This is an optimization exercise on Yosys and OpenROAD, whose aim is small area and a short achievable clock period, not a production implementation. The RTL was checked by simulation tests, not by an equivalence proof against the original design.

==> flow/design.v <==
module gx_cmac (
    input  wire        clk,
    input  wire        rst,          
    input  wire        in_valid,
    input  wire        in_first,     
    input  wire        in_last,      
    input  wire        in_conj,      
    input  wire        in_sat,       
    input  wire [1:0]  in_mode,      
    input  wire [5:0]  in_shift,     
    input  wire [39:0] in_a,         
    input  wire [39:0] in_c,         
    output reg         out_valid,
    output reg  [19:0] out_re,
    output reg  [19:0] out_im,
    output reg         out_ov        
);
    localparam [1:0] TRUNC = 2'd0;
    localparam [1:0] RHU   = 2'd1;
    localparam [1:0] RHE   = 2'd2;
    reg        s0_valid, s0_first, s0_last, s0_conj, s0_sat;
    reg [1:0]  s0_mode;
    reg [5:0]  s0_shift;
    reg signed [19:0] a_re, a_im, c_re, c_im;
    always @(posedge clk) begin
        if (rst)
            s0_valid <= 1'b0;
        else
            s0_valid <= in_valid;
        s0_first <= in_first;
        s0_last  <= in_last;
        s0_conj  <= in_conj;
        s0_sat   <= in_sat;
        s0_mode  <= in_mode;
        s0_shift <= in_shift;
        a_re     <= in_a[19:0];
        a_im     <= in_a[39:20];
        c_re     <= in_c[19:0];
        c_im     <= in_c[39:20];
    end
    wire signed [39:0] p_ac = a_re * c_re;
    wire signed [39:0] p_bd = a_im * c_im;
    wire signed [39:0] p_ad = a_re * c_im;
    wire signed [39:0] p_bc = a_im * c_re;
    wire signed [40:0] part_re = s0_conj ? (p_ac + p_bd) : (p_ac - p_bd);
    wire signed [40:0] part_im = s0_conj ? (p_bc - p_ad) : (p_ad + p_bc);
    reg        s1_valid, s1_first, s1_last, s1_sat;
    reg [1:0]  s1_mode;
    reg [5:0]  s1_shift;
    reg signed [40:0] s1_re, s1_im;
    always @(posedge clk) begin
        if (rst)
            s1_valid <= 1'b0;
        else
            s1_valid <= s0_valid;
        s1_first <= s0_first;
        s1_last  <= s0_last;
        s1_sat   <= s0_sat;
        s1_mode  <= s0_mode;
        s1_shift <= s0_shift;
        s1_re    <= part_re;
        s1_im    <= part_im;
    end
    function [48:0] acc_add(input [47:0] acc, input [40:0] part, input sat);
        reg signed [48:0] x;
        reg ovf;
        begin
            x   = $signed({acc[47], acc}) + $signed({{8{part[40]}}, part});
            ovf = (x[48] != x[47]);
            if (!ovf)
                acc_add = {1'b0, x[47:0]};
            else if (sat)
                acc_add = {1'b1, x[48] ? 48'h800000000000 : 48'h7FFFFFFFFFFF};
            else
                acc_add = {1'b1, x[47:0]};
        end
    endfunction
    reg  [47:0] acc_re, acc_im;
    reg         acc_ov;
    wire [47:0] base_re = s1_first ? 48'd0 : acc_re;
    wire [47:0] base_im = s1_first ? 48'd0 : acc_im;
    wire [48:0] sum_re  = acc_add(base_re, s1_re, s1_sat);
    wire [48:0] sum_im  = acc_add(base_im, s1_im, s1_sat);
    wire        sum_ov  = (s1_first ? 1'b0 : acc_ov) | sum_re[48] | sum_im[48];
    reg        s2_valid, s2_sat;
    reg [1:0]  s2_mode;
    reg [5:0]  s2_shift;
    always @(posedge clk) begin
        if (rst)
            s2_valid <= 1'b0;
        else
            s2_valid <= s1_valid && s1_last;
        if (s1_valid) begin
            acc_re <= sum_re[47:0];
            acc_im <= sum_im[47:0];
            acc_ov <= sum_ov;
        end
        s2_sat   <= s1_sat;
        s2_mode  <= s1_mode;
        s2_shift <= s1_shift;
    end
    function [20:0] narrow20(input [47:0] acc, input [5:0] s, input [1:0] mode, input sat);
        reg signed [48:0] x, q, y;
        reg        [47:0] f, h, mask;
        reg               up, fits;
        begin
            x    = $signed({acc[47], acc});
            q    = x >>> s;
            mask = (48'd1 << s) - 48'd1;
            f    = x[47:0] & mask;
            h    = (s == 6'd0) ? 48'd0 : (48'd1 << (s - 6'd1));
            if (s == 6'd0)
                up = 1'b0;
            else
                case (mode)
                    TRUNC:   up = 1'b0;
                    RHU:     up = (f >= h);
                    RHE:     up = (f > h) || (f == h && q[0]);
                    default: up = x[48] && (f != 48'd0);
                endcase
            y    = q + (up ? 49'sd1 : 49'sd0);
            fits = (y[48:19] == {30{y[19]}});
            if (fits)
                narrow20 = {1'b0, y[19:0]};
            else if (sat)
                narrow20 = {1'b1, y[48] ? 20'h80000 : 20'h7FFFF};
            else
                narrow20 = {1'b1, y[19:0]};
        end
    endfunction
    wire [20:0] n_re = narrow20(acc_re, s2_shift, s2_mode, s2_sat);
    wire [20:0] n_im = narrow20(acc_im, s2_shift, s2_mode, s2_sat);
    always @(posedge clk) begin
        if (rst)
            out_valid <= 1'b0;
        else
            out_valid <= s2_valid;
        out_re <= n_re[19:0];
        out_im <= n_im[19:0];
        out_ov <= acc_ov | n_re[20] | n_im[20];
    end
endmodule
==> flow/run.sh <==
#!/bin/bash
# synth_recipe.tcl (not shown) runs the flow's synth.tcl, then flattens the netlist and writes it again
# the make line also repeats each setting of config.mk as NAME=value (left out here)
make -C /OpenROAD-flow-scripts/flow DESIGN_CONFIG=/design/flow/config.mk WORK_HOME=/design/flow/orfs CLKGATE_MAP_FILE= SYNTH_SCRIPT=/design/flow/synth_recipe.tcl finish
==> flow/config.mk <==
export PLATFORM = sky130hd
export DESIGN_NAME = gx_cmac
export DESIGN_NICKNAME = gx_cmac
export VERILOG_FILES = /design/flow/design.v
export SDC_FILE = /design/flow/constraint.sdc
export NUM_CORES = 4
export LEC_CHECK = 0
export CAP_MARGIN = 20
export CORE_MARGIN = 2
export CORE_UTILIZATION = 40
export SLEW_MARGIN = 20
==> flow/constraint.sdc <==
create_clock -name core_clock -period 11.0 [get_ports {clk}]
set_input_delay 2.2000 -clock core_clock [delete_from_list [all_inputs] [get_ports {clk}]]
set_output_delay 2.2000 -clock core_clock [all_outputs]
set_load 0.01 [all_outputs]
==> impl_metrics.ini <==
[critical_path]
cp_top_family = adder cells
r2r-end = s1_re[40]
timing.critical_path.from = c_im[10]
slowest_stage = dfxtp_1
required_ns = 11.59
cpPeakStageDelay_ns = 0.68
crit_buf_inv = 5
worstSetupPathType = reg -> reg
start_kind = flop
reg2reg_depth = 35
crit_top_cell = fa_1
rrSetupSlack_ns = 0.65
cp_max_fo = 24
cp.arrival_ns = 10.94
r2r_start = c_im[10]
end_kind = flop

[synthesis]
ys_types = 110
seq_area_frac_synth_pct = 8.284
synth-edff-count = 97
syn_inst = 10400
async_flop_share_pct = 0
netlist_area_um2 = 92920
ys_warn_count = 1
synth_seq_cells = 336
synthFlopType = dfxtp_1
syn_nets = 12880
avgSynthCellArea_um2 = 8.938

[layout]
final_cell_mix = inv_1 (1818), fa_1 (1684), nand2_1 (1169), and2_1 (805), ha_1 (708)
final_common_cell = inv_1
stdcell_count = 13470
area_growth_pct = 7.729
drive_gt1_share_pct = 6.576
multi_input_area_um2 = 76330
nFillCells = 22370
register_area_um2 = 7769
nets = 12850

[clock_network]
cts_tree = yes
clock_sinks = 336
clkTransAtPathRegs_ns = 0.06
post_cts_buffers = 0
cts_buffers = 48
clockBufferDepth = 3
cts_resized = 0
insertion_delay_ns = 0.71
ctsHoldBuffers = 0
h-tree-depth = 2
cts_root_buffer = clkbuf_16

[global_routing]
track_usage_pct = 26.48
grt_max_degree = 144
grt_pass1_vias = 77920
grt.overflow.total = 0
antenna_found_initial = 30
grt_pass1_wl_um = 478400

[run]
cap_violations = 0

[sta]
finalSetupViolCount = 0
worstMarginPinSlew_ns = 1.223
finClkSkew_ns = 0.04515
timing.setup.tns_ns = 0
layout_min_cycle_time_ns = 10.35
relSlewSlack_pct = 17.86
period_share_pct = 94.11
rsz0062_at_grt = no
hold_viol = 0
fmax_mhz = 96.60
drv_slew = 0

[place]
hpwlAfterDp_um = 255300
port_buffers = 136
placed_cells = 13340
place.gp.congestion = 0.9657

[floorplanning]
pin_count = 137
initial_core_util_pct = 40.30
die_x_um = 486.0
rows = 176
die_h_um = 486.0
coreArea_um2 = 230600
die_area_um2 = 236200

[detailed_routing]
vias = 74040
routed_wl_um = 310300
drtAntennaViolNets = 0
drt-pass1-iter-count = 5
drc = 0
avgViaCountPerCell = 5.498
drt-initial-drc-count = 5713
wl_per_cell_um = 23.04

[run_status]
outcome = complete, no violations

[worst_hold_path]
hold_end = s2_shift[4]
holdCritStartpoint = s1_shift[4]
hp-class = reg -> reg
hold-path-cell-count = 0
-- cells in the mapped netlist (all sizes together), types with 12 or more instances --
cell type,n,area [um2]
a21boi,14,105.1
nand3,135,680.7
nor3b,19,147.6
o22ai,13,81.33
mux4,126,2838
xnor2,310,2715
mux2i,141,1424
a21oi,456,2282
a31oi,40,256.5
buf,78,520.5
nand2,1169,4388
xor2,164,1436
nor4,38,271.5
dfxtp,239,4785
and3,62,387.9
fa,1684,33710
inv,1821,6835
clkbuf,423,1588
a21o,102,765.7
nor3,125,645.6
a211oi,35,262.8
nor2b,187,1170
a211o,12,105.1
o21ai,252,1265
o31a,20,175.2
nor2,406,1531
nand4,58,384.1
o21bai,38,285.3
o211ai,41,307.8
or2,22,137.6
mux2,61,694.4
a221oi,12,105.1
or3,32,200.2
edfxtp,97,2913
o31ai,26,195.2
nand2b,126,788.3
ha,708,8859
o21a,65,488.0
and2,808,5055
-- layer usage --
layer	global-route usage [%]	up-vias	wire [um]
met2	43.65	2813	145000
met3	4.086	553	22430
met1	34.82	37720	128400
met5	0	-	69
met4	10.61	10	14440
li1	-	32950	-
-- area by class of cell --
| class | count | share of cell area [%] |
|---|---|---|
| Multi-Input combinational cell | 7736 | 76.25 |
| Sequential cell | 336 | 7.761 |
| Inverter | 1823 | 6.837 |
| Tap cell | 3026 | 3.782 |
| Timing Repair Buffer | 417 | 3.567 |
| Clock buffer | 58 | 1.302 |
| Clock inverter | 32 | 0.4025 |
| Antenna cell | 39 | 0.09749 |
-- state kept, by name (all words and copies together), names as in the netlist, 20 cells and up --
signal / flops
a_im: 20
a_re: 20
acc_im: 48
acc_re: 48
c_im: 20
c_re: 20
out_im: 20
out_re: 20
s1_im: 41
s1_re: 41
-- cells by family (layout without fill, tap and decap cells) --
family | after synthesis | in the layout | synth area share [%]
DFF | 336 | 336 | 8.284
xor gates and xnor gates | 475 | 475 | 4.493
buffers and inverters | 2324 | 2330 | 9.633
adders and majority gates | 2393 | 2393 | 45.82
AOI/OAI and AO/OA | 1287 | 1287 | 8.791
other | 0 | 39 | 0
and+or+nand+nor | 3253 | 3253 | 17.64
muxes | 328 | 328 | 5.333
-- stage by stage --
step	util [%]	setup WS, ns	hold slack [ns]	area [um2]
2_1_floorplan	-	1.961	0.3096	92920
3_3_place_gp	42.62	0.3310	0.3134	98260
3_5_place_dp	42.62	0.1836	0.3120	98260
4_1_cts	43.36	0.1392	0.3204	99970
5_1_grt	43.41	0.05666	0.3252	100100
6_report	43.42	0.6475	0.3200	100100
-- worst max path at each step --
stage                endpoint  slack (ns)  cells past startpoint
floorplan           s1_im[39]        1.96                     39
global placement    s1_re[40]        0.33                     35
detailed placement  s1_re[40]        0.18                     35
global route        s1_re[40]        0.06                     41
finish              s1_re[40]        0.65                     35
CTS                 s1_re[40]        0.14                     35
-- worst register-to-register path, delay by kind of cell, from the launching register on --
family | cells | cell delay, ns
fa+ha+maj | 9 | 3.86
simple gates | 9 | 1.62
buf+inv | 5 | 0.91
xor+xnor | 3 | 0.91
compound gates | 9 | 2.24
flops | 1 | 0.68

## separate check: timing with driven ports
How much do the figures lean on ideal ports? The routed layout below was timed once more, with nothing changed but the port constraints.
Step 1 assumes that a clkbuf_16 drives the clock port and a buf_2 every other input.
Step 2 times the ports against the registers' clock, not the clock port: input delays grow and output delays shrink by t, the midpoint of the rising clock arrivals with the driver on.
Slacks: no drivers / after step 1 / after step 2; pairs: no drivers / after step 1.
shift t [ns]: 0.778
setup slack, ns: 0.648 / 0.648 / 0.648
slew at the worst register clock pin (ns): 0.07 / 0.07
worst data-port slew with drivers (ns): 0.15
After both steps this run still meets setup and hold. For this run, drivers alone change the setup slack by 0.000 ns; drivers and shift together by 0.000 ns.
